This design comes from an exercise in tuning for small area, a short achievable clock period and few clock cycles on the open sky130 flow, not from production work.
Only simulation tests tie the RTL to the original design; equivalence was not proved.
Power and IR drop assume default switching activity.

$ cat run.sh
#!/bin/bash
# synth_recipe.tcl (not shown) runs the flow's synth.tcl, then flattens the netlist and writes it again
# the make line also repeats each setting of config.mk as NAME=value (left out here)
make -C /OpenROAD-flow-scripts/flow DESIGN_CONFIG=/design/flow/config.mk WORK_HOME=/design/flow/orfs CLKGATE_MAP_FILE= SYNTH_SCRIPT=/design/flow/synth_recipe.tcl finish
$ cat config.mk
export PLATFORM = sky130hd
export DESIGN_NAME = crc_unit
export DESIGN_NICKNAME = crc_unit
export VERILOG_FILES = /design/flow/design.v
export SDC_FILE = /design/flow/constraint.sdc
export NUM_CORES = 4
export LEC_CHECK = 0
export ABC_AREA = 1
export CAP_MARGIN = 60
export CORE_MARGIN = 2
export CORE_UTILIZATION = 50
export SLEW_MARGIN = 60
$ cat constraint.sdc
create_clock -name core_clock -period 17.0 [get_ports {clk}]
set_input_delay 3.4000 -clock core_clock [delete_from_list [all_inputs] [get_ports {clk}]]
set_output_delay 3.4000 -clock core_clock [all_outputs]
set_load 0.01 [all_outputs]
$ cat design.v
module crc_unit (
    input  wire        clk,
    input  wire        rst,           
    input  wire        req_valid,
    output wire        req_ready,
    input  wire        req_write,
    input  wire [2:0]  req_addr,      
    input  wire [31:0] req_wdata,
    output reg         rsp_valid,
    output reg  [31:0] rsp_rdata,
    output reg         exc            
);
    localparam [2:0] A_POLY   = 3'd0,
                     A_CFG    = 3'd1,
                     A_INIT   = 3'd2,
                     A_VALUE  = 3'd3,
                     A_RESULT = 3'd4,
                     A_IN8    = 3'd5,
                     A_IN16   = 3'd6,
                     A_IN32   = 3'd7;
    reg [31:0] poly;                  
    reg [31:0] init;                  
    reg [31:0] rref;                  
    reg [4:0]  wm1;                   
    reg        refin, refout, invert;
    reg [31:0] gref;                  
    reg        g_ok;                  
    reg [15:1] mu;                    
    reg        mu_ok;                 
    reg        q_v;
    reg [2:0]  q_a;
    reg [31:0] q_d;
    reg        q_c;                   
    reg        rdy;
    assign req_ready = rdy;
    wire accept = req_valid & rdy;
    wire q_poly = q_v & (q_a == A_POLY);
    wire q_cfg  = q_v & (q_a == A_CFG) & (|q_d[4:1]);    
    wire q_init = q_v & (q_a == A_INIT);
    wire q_val  = q_v & (q_a == A_VALUE);
    wire q_dat  = q_v & q_a[2] & (q_a[1] | q_a[0]);
    wire q_8    = (q_a == A_IN8);
    wire go     = g_ok & mu_ok;
    wire d_exec = q_dat & go;
    wire [4:0]  wm1_n    = q_cfg ? q_d[4:0] : wm1;
    wire        refin_n  = q_cfg ? q_d[8]   : refin;
    wire        refout_n = q_cfg ? q_d[9]   : refout;
    wire        invert_n = q_cfg ? q_d[10]  : invert;
    wire [31:0] mask     = 32'hFFFF_FFFF >> (~wm1);
    wire [31:0] mask_n   = 32'hFFFF_FFFF >> (~wm1_n);
    wire [31:0] poly_n   = q_poly ? q_d : poly;
    wire [31:0] init_n   = q_init ? q_d : init;
    reg [15:0] x;
    integer i, j, k;
    always @(*) begin
        for (i = 0; i < 8; i = i + 1) begin
            x[i]     = refin ? q_d[i]     : q_d[7 - i];
            x[8 + i] = refin ? q_d[8 + i] : q_d[15 - i];
        end
    end
    wire [15:0] dv = q_8 ? {rref[7:0] ^ x[15:8], 8'd0} : (rref[15:0] ^ x);
    wire [31:0] rs = q_8 ? (rref >> 8) : (rref >> 16);
    reg [15:0] t;
    always @(*) begin
        for (k = 0; k < 16; k = k + 1) begin
            t[k] = dv[k];
            for (j = 0; j < k; j = j + 1)
                t[k] = t[k] ^ (mu[k - j] & dv[j]);
        end
    end
    reg [31:0] crc_out;
    always @(*) begin
        for (i = 0; i < 32; i = i + 1) begin
            crc_out[i] = rs[i];
            for (k = 0; k < 16; k = k + 1)
                if (i + 15 - k <= 31)
                    crc_out[i] = crc_out[i] ^ (t[k] & gref[i + 15 - k]);
        end
    end
    reg [15:0] m;
    always @(*) begin
        m[0] = 1'b1;
        for (k = 1; k < 16; k = k + 1) begin
            m[k] = gref[k - 1];
            for (j = 1; 2 * j <= k; j = j + 1)
                m[k] = m[k] ^ (m[j] & ((2 * j == k) ? 1'b1 : gref[k - 2 * j - 1]));
        end
    end
    function [31:0] rev32(input [31:0] v);
        integer n;
        for (n = 0; n < 32; n = n + 1)
            rev32[n] = v[31 - n];
    endfunction
    wire [31:0] fsh_in  = d_exec ? crc_out : rref;
    wire [31:0] fsh_out = rev32(fsh_in) >> (~wm1);
    wire        wr_r    = q_init | q_val;
    wire        g_fill  = ~g_ok & ~(wr_r | q_cfg | q_poly);
    wire [31:0] wsh_in  = (wr_r | q_poly) ? q_d : q_cfg ? fsh_out : poly;
    wire [31:0] wsh_out = rev32(wsh_in) >> (~wm1_n);
    wire [31:0] rref_n  = d_exec ? crc_out : (wr_r | q_cfg) ? wsh_out : rref;
    wire [31:0] rnat_n  = (wr_r ? q_d : fsh_out) & mask_n;
    wire [31:0] res_n   = (refout_n ? rref_n : rnat_n) ^ (invert_n ? mask_n : 32'd0);
    wire        q_v_n  = rdy ? (req_valid & req_write) : q_v;
    wire [2:0]  q_a_n  = rdy ? req_addr : q_a;
    wire        q_c_n  = rdy ? 1'b0 : (q_c | d_exec);
    wire        g_wr   = q_poly | g_fill;
    wire        g_ok_n = q_cfg ? 1'b0 : (g_wr ? 1'b1 : g_ok);
    wire        mu_ok_n = ~g_wr;
    wire        n_dat  = q_v_n & q_a_n[2] & (q_a_n[1] | q_a_n[0]);
    wire        rdy_n  = ~n_dat | (g_ok_n & mu_ok_n & ((q_a_n != A_IN32) | q_c_n));
    always @(posedge clk) begin
        if (rst) begin
            poly   <= 32'd0;
            init   <= 32'd0;
            rref   <= 32'd0;
            wm1    <= 5'd0;
            refin  <= 1'b0;
            refout <= 1'b0;
            invert <= 1'b0;
            gref   <= 32'd0;
            g_ok   <= 1'b1;
            mu     <= 15'd0;
            mu_ok  <= 1'b1;
            q_v    <= 1'b0;
            q_c    <= 1'b0;
            rdy    <= 1'b1;
            rsp_valid <= 1'b0;
            exc    <= 1'b0;
        end else begin
            poly   <= poly_n;
            init   <= init_n;
            rref   <= rref_n;
            wm1    <= wm1_n;
            refin  <= refin_n;
            refout <= refout_n;
            invert <= invert_n;
            if (g_wr)
                gref <= wsh_out;
            g_ok   <= g_ok_n;
            mu     <= m[15:1];
            mu_ok  <= mu_ok_n;
            q_v    <= q_v_n;
            q_c    <= q_c_n;
            rdy    <= rdy_n;
            rsp_valid <= accept & ~req_write;
            exc    <= accept & req_write & (req_addr == A_CFG) & ~(|req_wdata[4:1]);
        end
    end
    always @(posedge clk) begin
        q_a <= q_a_n;
        if (rdy) begin
            q_d[31:16] <= req_wdata[31:16];
            q_d[15:8]  <= (req_addr == A_IN8) ? req_wdata[7:0] : req_wdata[15:8];
            q_d[7:0]   <= req_wdata[7:0];
        end else if (d_exec) begin
            q_d[15:0]  <= q_d[31:16];    
        end
    end
    always @(posedge clk) begin
        case (req_addr)
            A_POLY:   rsp_rdata <= poly_n & mask_n;
            A_CFG:    rsp_rdata <= {21'd0, invert_n, refout_n, refin_n, 3'd0, wm1_n};
            A_INIT:   rsp_rdata <= init_n & mask_n;
            A_VALUE:  rsp_rdata <= rnat_n;
            A_RESULT: rsp_rdata <= res_n;
            default:  rsp_rdata <= 32'd0;      
        endcase
    end
endmodule
==> results of run 1 <==
## layout make-up
type                       instances  area (um^2)  area share [%]
tap                              748          936            3.14
clock inverter                    11          120           0.403
sequential                       225         4840            16.2
antenna                            4         10.0          0.0336
clock buffer                      35          693            2.33
timing repair buffer             141         1310            4.41
inverter                         632         2380            8.00
multi-input combinational       4129        19500            65.4
## through the flow
stage / instance area, um^2 / setup WS [ns]
floorplan: 28100 / 12.04
global placement: 28700 / 9.53
detailed placement: 28900 / 9.57
CTS: 29700 / 9.57
global route: 29800 / 8.77
finish: 29800 / 9.24
## worst max-delay path by stage
stage          depth (start not counted)            end
2_1_floorplan                          9   rsp_rdata[6]
3_3_place_gp                          41  rsp_rdata[11]
3_5_place_dp                          41  rsp_rdata[11]
4_1_cts                               41  rsp_rdata[11]
5_1_grt                               41  rsp_rdata[11]
6_report                              44  rsp_rdata[11]
## cells in the mapped netlist (45+ instances only)
| cell | instances | area, um^2 |
|---|---|---|
| buf_2 | 66 | 330 |
| clkbuf_1 | 124 | 465 |
| nand3_1 | 897 | 4490 |
| dfxtp_1 | 193 | 3860 |
| buf_4 | 53 | 398 |
| nand4_1 | 73 | 457 |
| a21oi_1 | 173 | 866 |
| o21ai_0 | 169 | 846 |
| xor2_1 | 86 | 753 |
| inv_1 | 586 | 2200 |
| o21ai_1 | 85 | 425 |
| nor2_1 | 475 | 1780 |
| xnor2_1 | 45 | 394 |
| nand2_1 | 1835 | 6890 |
## kinds of logic (layout without fill, tap and decap cells)
family | Yosys count | count (layout) | share of synthesized area, %
simple gates | 3449 | 3449 | 53.6
buf+inv | 921 | 819 | 14.1
compound gates | 541 | 541 | 10.7
flops | 225 | 225 | 17.2
xor+xnor | 133 | 133 | 4.21
fa+ha+maj | 6 | 6 | 0.268
other cells | 0 | 4 | 0
## power by group
part           switching, mW  internal, mW
combinational          0.412         0.131
clock                  0.249         0.316
sequential            0.0259         0.554
## registers in the layout, summed over array words and instances, names as in the netlist
register,flops
mu,15
rdy,1
exc,1
q_a,3
q_d,32
invert,1
rsp_valid,1
rref,32
refout,1
wm1,5
q_c,1
poly,32
init,32
g_ok,1
rsp_rdata,32
q_v,1
refin,1
gref,32
mu_ok,1
## tightest hold or removal path, cell delays in order (launching register included)
cell and delay [ns]:
dfxtp_1 0.31, a21oi_1 0.06, nor2_1 0.07
## layout by cell type, fill, tap and decap left out, drive strengths merged, types with 22 or more instances in the layout
master / synthesis / routed
xnor2: 46 / 46
xor2: 87 / 87
edfxtp: 32 / 32
nand4: 73 / 73
clkbuf: 126 / 37
a21oi: 173 / 173
buf: 161 / 67
nor2: 498 / 498
inv: 617 / 617
dfxtp: 193 / 193
nand2: 1870 / 1870
nand3: 945 / 945
clkdlybuf4s50: 0 / 72
nand3b: 30 / 30
o21ai: 260 / 260
clkinv: 15 / 22
## per-layer routing
metal  vias to the layer above  global-route usage, %  share of wire, %  wire length (um)
li1                      16600                      -                 -                 -
met1                     15600                   55.6                38             50100
met2                      2093                   68.1                42             55500
met3                       531                   7.96                11             14200
met4                         6                   34.7               9.4             12500
met5                         -                      0             0.022                29
==> flow_summary.ini, run 1 <==
[setup_path]
r2r_start = refin
critPathMaxStageDelay_ns = 0.61
end_kind = flip-flop
cp_top_family = simple AND/OR/NAND/NOR gates
reg2reg_slack_ns = 9.24
worstPathRequired_ns = 17.49
crit_type = flip-flop to flip-flop
critPathLaunch = refin
cp-start-kind = flip-flop
crit_fanout = 32
worstPathBufferInverterCount = 4
ff2ff_path_depth = 44
crit_top_cell = nand2_1
timing.rr.end = rsp_rdata[11]
cp_slowest_cell = dfxtp_1
arrival_ns = 8.26

[layout]
final_nets = 5199
final.fill_count = 6077
drive_gt1_share_pct = 6.24
fin_cells = 5925
fin_util_pct = 53.9
syn2layout_area_growth_pct = 6.20

[hold_path]
min_from = init[15]
min_path_cells = 2
min_to = init[15]
hold_class = flip-flop to flip-flop

[timing]
slew_headroom_pct = 53.9
hold_viol_final = 0
setup_viol = 0
rsz0062_at_grt = false
fmax_ghz = 0.129
slew_viol_final = 0
min_period_over_period_pct = 45.7
fin_setup_tns_ns = 0
finalHoldWorstSlack_ns = 0.475
finalCriticalPeriod_ns = 7.76
fin_skew_ns = 0.0449
worstMarginPinSlew_ns = 0.692

[global_route]
grt_max_degree = 71
overflow = 0
grt_pass1_wl_mm = 193
grt_usage_pct = 44.6
grt_pass1_vias = 30300
antenna_found_initial = 5

[routing]
routedWlPerCell_um = 22.3
via_per_inst = 5.88
wirelength_mm = 132
drt_iter0_drc = 4298
drt_first_pass_iters = 9
drc = 0
ant_nets = 0
vias = 34800

[floorplanning]
initial_core_util_pct = 50.7
io_pins = 74
die_h_um = 241
rows = 86
dieArea_um2 = 58000
die_w_um = 241
core_area_um2 = 55300

[clock_network]
cts-htree-levels = 1
cts_sinks = 225
cts_buffers = 25
root_buffer = clkbuf_16
cts_setup_buffers = 0
cts_tree = yes
clk_path_buf_depth = 3
post_cts_resized = 0
clock_latency_ns = 0.61
ctsHoldBuffers = 0
clk_pin_slew_ns = 0.06

[power_and_ir_drop]
total_power_mw = 1.69
vdd_drop_max_mv = 0.0837
power_density_nw_per_um2 = 56.6
p_leak_nw = 14.1

[synth]
yosys_warnings = 1
ys_seq_elements = 225
synth_cells = 5275
ys.flop_type = dfxtp_1
synth_cell_types = 57
avgSynthCellArea_um2 = 5.32
syn_area_um2 = 28100
synth_edf_count = 32
ys_seq_area_share_pct = 17.2
syn_nets = 5320
async_reset_ff_share_pct = 0

[placed_design]
portBuffers = 73
dp_cells = 5870
place_congestion = 1.07
place_hpwl_mm = 98.5

[run_status]
status = no timing/DRC/antenna violations

[flow_run]
maxCapViolCount = 0
Testbench counts, summed over its fixed seeds: cycles 69,597.
==> run 2, diff against run 1 <==
==> config.mk (replaced) <==
export PLATFORM = sky130hd
export DESIGN_NAME = crc_unit
export DESIGN_NICKNAME = crc_unit
export VERILOG_FILES = /design/flow/design.v
export SDC_FILE = /design/flow/constraint.sdc
export NUM_CORES = 4
export LEC_CHECK = 0
export CAP_MARGIN = 80
export CORE_MARGIN = 2
export CORE_UTILIZATION = 25
export SLEW_MARGIN = 80
==> run 2 against run 1 <==
Still clean on timing, DRC and antenna. Setup slack got worse by 1.8 ns. Die area grew 86%. Final cell count shrank 14%. Flip-flop and latch count is the same. Synthesized area is 6.2% lower. Register-to-register slack got worse by 1.8 ns. Utilization decreased by 19 points. First-iteration DRC count down 5.2%.
==> flow_summary.ini, run 2 <==
[synth]
yosys_warnings = 1
synthSimpleGateAreaFrac_pct = 22.2
synth_top_area_share_pct = 14.7
ys.flop_type = dfxtp_1
yosysMostFrequentCell = nand2_1
avgSynthCellArea_um2 = 7.55
ys_seq_elements = 225
synth_edf_count = 32
ys_top_cells_by_area = dfxtp_1, xnor3_1, nand2_1, xnor2_1, nor2_1
synth_mux_area_share_pct = 9.06
syn_nets = 3530
synth_cells = 3485
ys_seq_area_share_pct = 18.3
syn_area_um2 = 26300
yosys.area_share.adder_pct = 0.285
async_reset_ff_share_pct = 0
synth_top_cell_by_area = dfxtp_1
synth_cell_types = 105
synth_top_family_by_area = compound AO/OA/AOI/OAI gates
synth-xor-area-share_pct = 21.7
synth_compound_area_share_pct = 22.9
synth_common_cells = nand2_1, nor2_1, clkbuf_1

[placed_design]
dp_slack_ns = 7.74
place_hpwl_mm = 110
dp_cells = 5009
portBuffers = 73
place_congestion = 1.02

[timing]
rsz0062_at_grt = false
fmax_ghz = 0.105
fin_setup_tns_ns = 0
slew_viol_final = 0
fin_skew_ns = 0.0607
setup_viol = 0
slew_headroom_pct = 77.9
hold_viol_final = 0
min_period_over_period_pct = 56.2
setup_ws_ns = 7.44
worstMarginPinSlew_ns = 0.322
finalCriticalPeriod_ns = 9.56

[clock_network]
clock_latency_ns = 0.64
cts_tree = yes
ctsHoldBuffers = 0
root_buffer = clkbuf_16
clk_pin_slew_ns = 0.07
post_cts_resized = 0
cts_buffers = 28
cts_setup_buffers = 0
cts_sinks = 225
clk_path_buf_depth = 3
cts-htree-levels = 1

[layout]
final_cell_mix = nand2_1, nor2_1, xnor2_1, a21oi_1, dfxtp_1
final.fill_count = 10700
mostFrequentLayoutCell = nand2_1
regArea_um2 = 4990
multi_input_area_um2 = 24500
final_nets = 3717
n_antenna_cell = 0
fin_cells = 5085
drive_gt1_share_pct = 30.1
syn2layout_area_growth_pct = 40.9

[floorplanning]
io_pins = 74
core_area_um2 = 105000
dieArea_um2 = 108000
initial_core_util_pct = 25.1
die_h_um = 328
die_w_um = 328
rows = 119

[routing]
routedWlPerCell_um = 28.2
drt_first_pass_iters = 6
drt_iter0_drc = 4076
vias = 29500
drc = 0
ant_nets = 0
wirelength_mm = 143
via_per_inst = 5.80

[setup_path]
crit_type = flip-flop to flip-flop
critPathMaxStageDelay_ns = 0.61
worstPathRequired_ns = 17.49
arrival_ns = 10.05
cp_slowest_cell = mux4_2
cp-start-kind = flip-flop
crit_fanout = 12
end_kind = flip-flop
cp_top_family = buffers and inverters
worstPathBufferInverterCount = 14

[power_and_ir_drop]
vdd_drop_max_mv = 0.0857
p_leak_nw = 13.1
power_density_nw_per_um2 = 48.0

[global_route]
grt_pass1_vias = 27100
grt_pass1_wl_mm = 203
grt_usage_pct = 25.6
antenna_found_initial = 4
overflow = 0
grt_max_degree = 36

[flow_run]
maxCapViolCount = 0

[hold_path]
hold_class = flip-flop to flip-flop

[run_status]
status = no timing/DRC/antenna violations
## run 2: cell types whose count changed after synthesis, moves of 56 or more
| cell | change |
|---|---|
| nor3_1 | +56 |
| xnor2_1 | +171 |
| xnor3_1 | +118 |
| clkbuf_1 | +103 |
| nor2_1 | -100 |
| nand2_1 | -1129 |
| mux2i_1 | +137 |
| o21ai_1 | -60 |
| nand3_1 | -817 |
| inv_1 | -542 |
| nand4_1 | -66 |
## run 2: layout make-up
class | count | area share, %
multi-input cells | 2908 | 66.1
clock buffers | 40 | 2.30
inverters | 47 | 0.510
clock inverters | 12 | 0.314
well taps | 1391 | 4.70
flip-flops and latches | 225 | 13.5
repair buffers | 462 | 12.6
## run 2: worst paths after layout
path                            startpoint            to  slack, ns  cells past startpoint
worst min-delay path              gref[26]      gref[26]       0.45                      2
worst max register to register       refin  rsp_rdata[9]       7.44                     37
worst max-delay path                 refin  rsp_rdata[9]       7.44                     37
worst min register to register    gref[26]      gref[26]       0.45                      2
## run 2: routing by layer
layer  vias up  track usage [%]  share of wire, %
met5         -                0             0.017
li1      12800                -                 -
met2      1858             38.1                42
met1     14500             35.5                41
met4         4             11.5               5.5
met3       364             5.19                11
## run 2: logic make-up (layout without fill, tap and decap cells)
logic type / after synthesis / after routing
flops: 225 / 225
fa+ha+maj: 6 / 6
buf+inv: 352 / 561
mux: 197 / 197
xor+xnor: 437 / 437
simple gates: 1389 / 1389
compound gates: 879 / 879
## run 2: where the power goes
part	internal [mW]	switching (mW)
logic	0.200	0.352
registers	0.548	0.0237
clock network	0.367	0.288
total	1.11	0.664
## run 2: worst register-to-register path: cells and delay by family (launching register included)
family,cells,cell delay (ns)
xor gates and xnor gates,6,1.86
AOI/OAI and AO/OA,9,1.61
and+or+nand+nor,5,1.02
buffers and inverters,14,3.43
DFF,1,0.34
muxes,3,1.21
## run 2: metrics by stage
stage | util, % | hold WS, ns | total power [mW] | instance area [um^2]
detailed placement | 33.5 | 0.447 | 1.10 | 35100
finish | 35.4 | 0.453 | 1.78 | 37100
floorplan | - | 0.437 | 0.841 | 26300
global route | 35.4 | 0.472 | 1.82 | 37100
CTS | 34.4 | 0.454 | 1.75 | 36100
global placement | 27.2 | 0.443 | 1.00 | 28500
==> run 3, diff against run 2 <==
--- a/config.mk
+++ b/config.mk
@@ -5,7 +5,7 @@
 export SDC_FILE = /design/flow/constraint.sdc
 export NUM_CORES = 4
 export LEC_CHECK = 0
-export CAP_MARGIN = 80
+export CAP_MARGIN = 20
 export CORE_MARGIN = 2
 export CORE_UTILIZATION = 25
-export SLEW_MARGIN = 80
+export SLEW_MARGIN = 20
==> run 3 against run 2 <==
Global-route usage shrank 0.72 points. Synthesized area unchanged. Register-to-register slack worse by 0.55 ns. Setup slack worse by 0.55 ns. Cell area is 21% lower. Clock power decreased by 9.8%. Non-clock buffer count shrank 284. Still clean.
==> flow_summary.ini, run 3 <==
[timing]
worstMarginPinSlew_ns = 1.16
fin_skew_ns = 0.0554
fin_setup_tns_ns = 0
slew_viol_final = 0
hold_viol_final = 0
fmax_ghz = 0.0989
finalHoldWorstSlack_ns = 0.458
slew_headroom_pct = 22.5
rsz0062_at_grt = false
setup_viol = 0
min_period_over_period_pct = 59.5
finalCriticalPeriod_ns = 10.11

[layout]
final_nets = 3432
n_antenna_cell = 0
finalInstanceArea_um2 = 29400
mostFrequentLayoutCell = nand2_1
final_cell_mix = nand2_1, nor2_1, a21oi_1, xnor2_1, dfxtp_1
syn2layout_area_growth_pct = 11.6
drive_gt1_share_pct = 8.72
fin_util_pct = 28.0

[setup_path]
cp-start-kind = flip-flop
reg2reg_slack_ns = 6.89
crit_type = flip-flop to flip-flop
worstPathRequired_ns = 17.46
crit_fanout = 64
end_kind = flip-flop
arrival_ns = 10.57

[power_and_ir_drop]
total_power_mw = 1.60
vdd_drop_max_mv = 0.0762
p_leak_nw = 10.7
power_density_nw_per_um2 = 54.4

[global_route]
grt_pass1_wl_mm = 196
overflow = 0
antenna_found_initial = 1
grt_pass1_vias = 25400
use_met1_pct = 35.0
met2_usage_pct = 37.1
grt_busiest_layer = met2
grt_usage_pct = 24.9
grt_max_degree = 71
gr-usage-met3_pct = 4.75

[synth]
syn_area_um2 = 26300
synth_common_cells = nand2_1, nor2_1, clkbuf_1
synth_top_area_share_pct = 14.7
ys.flop_type = dfxtp_1
yosys_warnings = 1
ys_seq_area_share_pct = 18.3
synth_cells = 3485
yosysMostFrequentCell = nand2_1
synth_top_cell_by_area = dfxtp_1
synth_edf_count = 32
ys_top_cells_by_area = dfxtp_1, xnor3_1, nand2_1, xnor2_1, nor2_1
synth_cell_types = 105
async_reset_ff_share_pct = 0
syn_nets = 3530
avgSynthCellArea_um2 = 7.55
ys_seq_elements = 225

[clock_network]
cts_setup_buffers = 0
clk_path_buf_depth = 3
clk_pin_slew_ns = 0.07
cts-htree-levels = 1
ctsHoldBuffers = 0
root_buffer = clkbuf_16
clock_latency_ns = 0.63
post_cts_resized = 0
cts_tree = yes
cts_sinks = 225
cts_buffers = 27

[placed_design]
portBuffers = 73
dpl_cell_area_um2 = 28500
place_hpwl_mm = 103
place_congestion = 1.02

[floorplanning]
die_h_um = 328
initial_core_util_pct = 25.1
die_w_um = 328
core_area_um2 = 105000
io_pins = 74
dieArea_um2 = 108000
rows = 119

[routing]
routedWlPerCell_um = 29.0
drc = 0
vias = 28000
drt_iter0_drc = 4253
via_per_inst = 5.84
drt_first_pass_iters = 6
wirelength_mm = 139
ant_nets = 0

[hold_path]
hold_class = flip-flop to flip-flop

[run_status]
status = no timing/DRC/antenna violations

[flow_run]
maxCapViolCount = 0
## run 3: changes by cell type in the layout (fill, tap and decap cells not counted), sizes merged
cell           change
clkbuf            -17
clkinvlp           +1
clkdlybuf4s50     -14
clkdlybuf4s15     -12
buf              -231
bufinv             -1
clkdlybuf4s18      -8
clkinv             -1
clkdlybuf4s25      -4
## run 3: final cells by class
class	count	area, um^2
clock buffers	38	771
clock inverters	11	90.1
fillers	11500	75500
inverters	47	176
multi-input cells	2908	20200
flip-flops and latches	225	4830
well taps	1391	1740
repair buffers	178	1520
## run 3: critical path, cell delays in order, from the launching register on
cell      delay (ns)
dfxtp_1         0.48
nand3b_1        0.20
buf_4           0.65
mux2i_1         0.29
xor2_1          0.71
o211a_1         0.30
a211oi_1        0.06
o211ai_1        0.53
nand4_2         0.77
nand2_1         0.30
xnor2_1         0.15
xnor3_1         0.43
mux2i_1         0.74
o21ai_1         0.34
o21ai_0         0.79
o22ai_1         0.40
a21oi_1         0.42
a21oi_1         0.19
mux2i_1         0.57
a21oi_1         0.28
mux2_2          0.40
a221oi_1        0.41
a21oi_1         0.17
o22ai_1         0.33
## run 3: path summary, 6_finish.rpt
check,from,endpoint,cells after the start
setup / recovery,q_a[1],rsp_rdata[17],23
hold / removal,gref[26],gref[26],2
setup reg to reg,q_a[1],rsp_rdata[17],23
hold reg to reg,gref[26],gref[26],2
## run 3: routing by layer
| metal | vias to the layer above | part of all wire (%) |
|---|---|---|
| li1 | 12200 | - |
| met1 | 13700 | 43 |
| met2 | 1788 | 42 |
| met3 | 318 | 10 |
| met4 | 2 | 5.1 |
| met5 | - | 0.0094 |
## run 3: logic make-up after synthesis
kind of cell / synth area share [%]
and+or+nand+nor: 22.2
AOI/OAI and AO/OA: 22.9
xor gates and xnor gates: 21.7
buffers and inverters: 5.45
DFF: 18.3
muxes: 9.06
adders and majority gates: 0.285
## run 3: report_power, final
| group | total [mW] | internal [mW] | leakage (nW) | switching [mW] |
|---|---|---|---|---|
| clock network | 0.590 | 0.319 | 0.426 | 0.271 |
| registers | 0.582 | 0.551 | 1.90 | 0.0305 |
| logic | 0.424 | 0.129 | 8.39 | 0.295 |
## run 3: per-stage QoR
step / worst slack (ns) / cells
finish: 6.89 / 4798
global placement: 7.29 / 4749
global route: 6.74 / 4798
CTS: 7.29 / 4798
detailed placement: 7.34 / 4749
floorplan: 10.57 / 3485

-- port drivers added, routing unchanged --
In the flow no input, the clock included, has a driving cell. The finished layouts below were timed again as built, in two steps.
Step 1 (the two cells are an assumption about what drives the block):
set clk [get_ports {clk}]
set_driving_cell -lib_cell sky130_fd_sc_hd__clkbuf_16 $clk
set_driving_cell -lib_cell sky130_fd_sc_hd__buf_2 [delete_from_list [all_inputs] $clk]
Step 2 also shifts input and output timing later by t, the mid clock arrival at the registers, as if the neighbouring blocks saw the same clock.
Three values: ideal ports, drivers, drivers and shift; two values: the first two.
| run | t, ns | setup slack, ns | worst setup path after step 2 | slew at the worst register clock pin (ns) |
|---|---|---|---|---|
| run 1 | 0.643 | 9.235 / 9.235 / 9.235 | register to register | 0.07 / 0.07 |
| run 2 | 0.688 | 7.438 / 7.438 / 7.438 | register to register | 0.09 / 0.09 |
| run 3 | 0.675 | 6.890 / 6.890 / 6.890 | register to register | 0.08 / 0.08 |
After both steps every run listed still meets setup and hold.
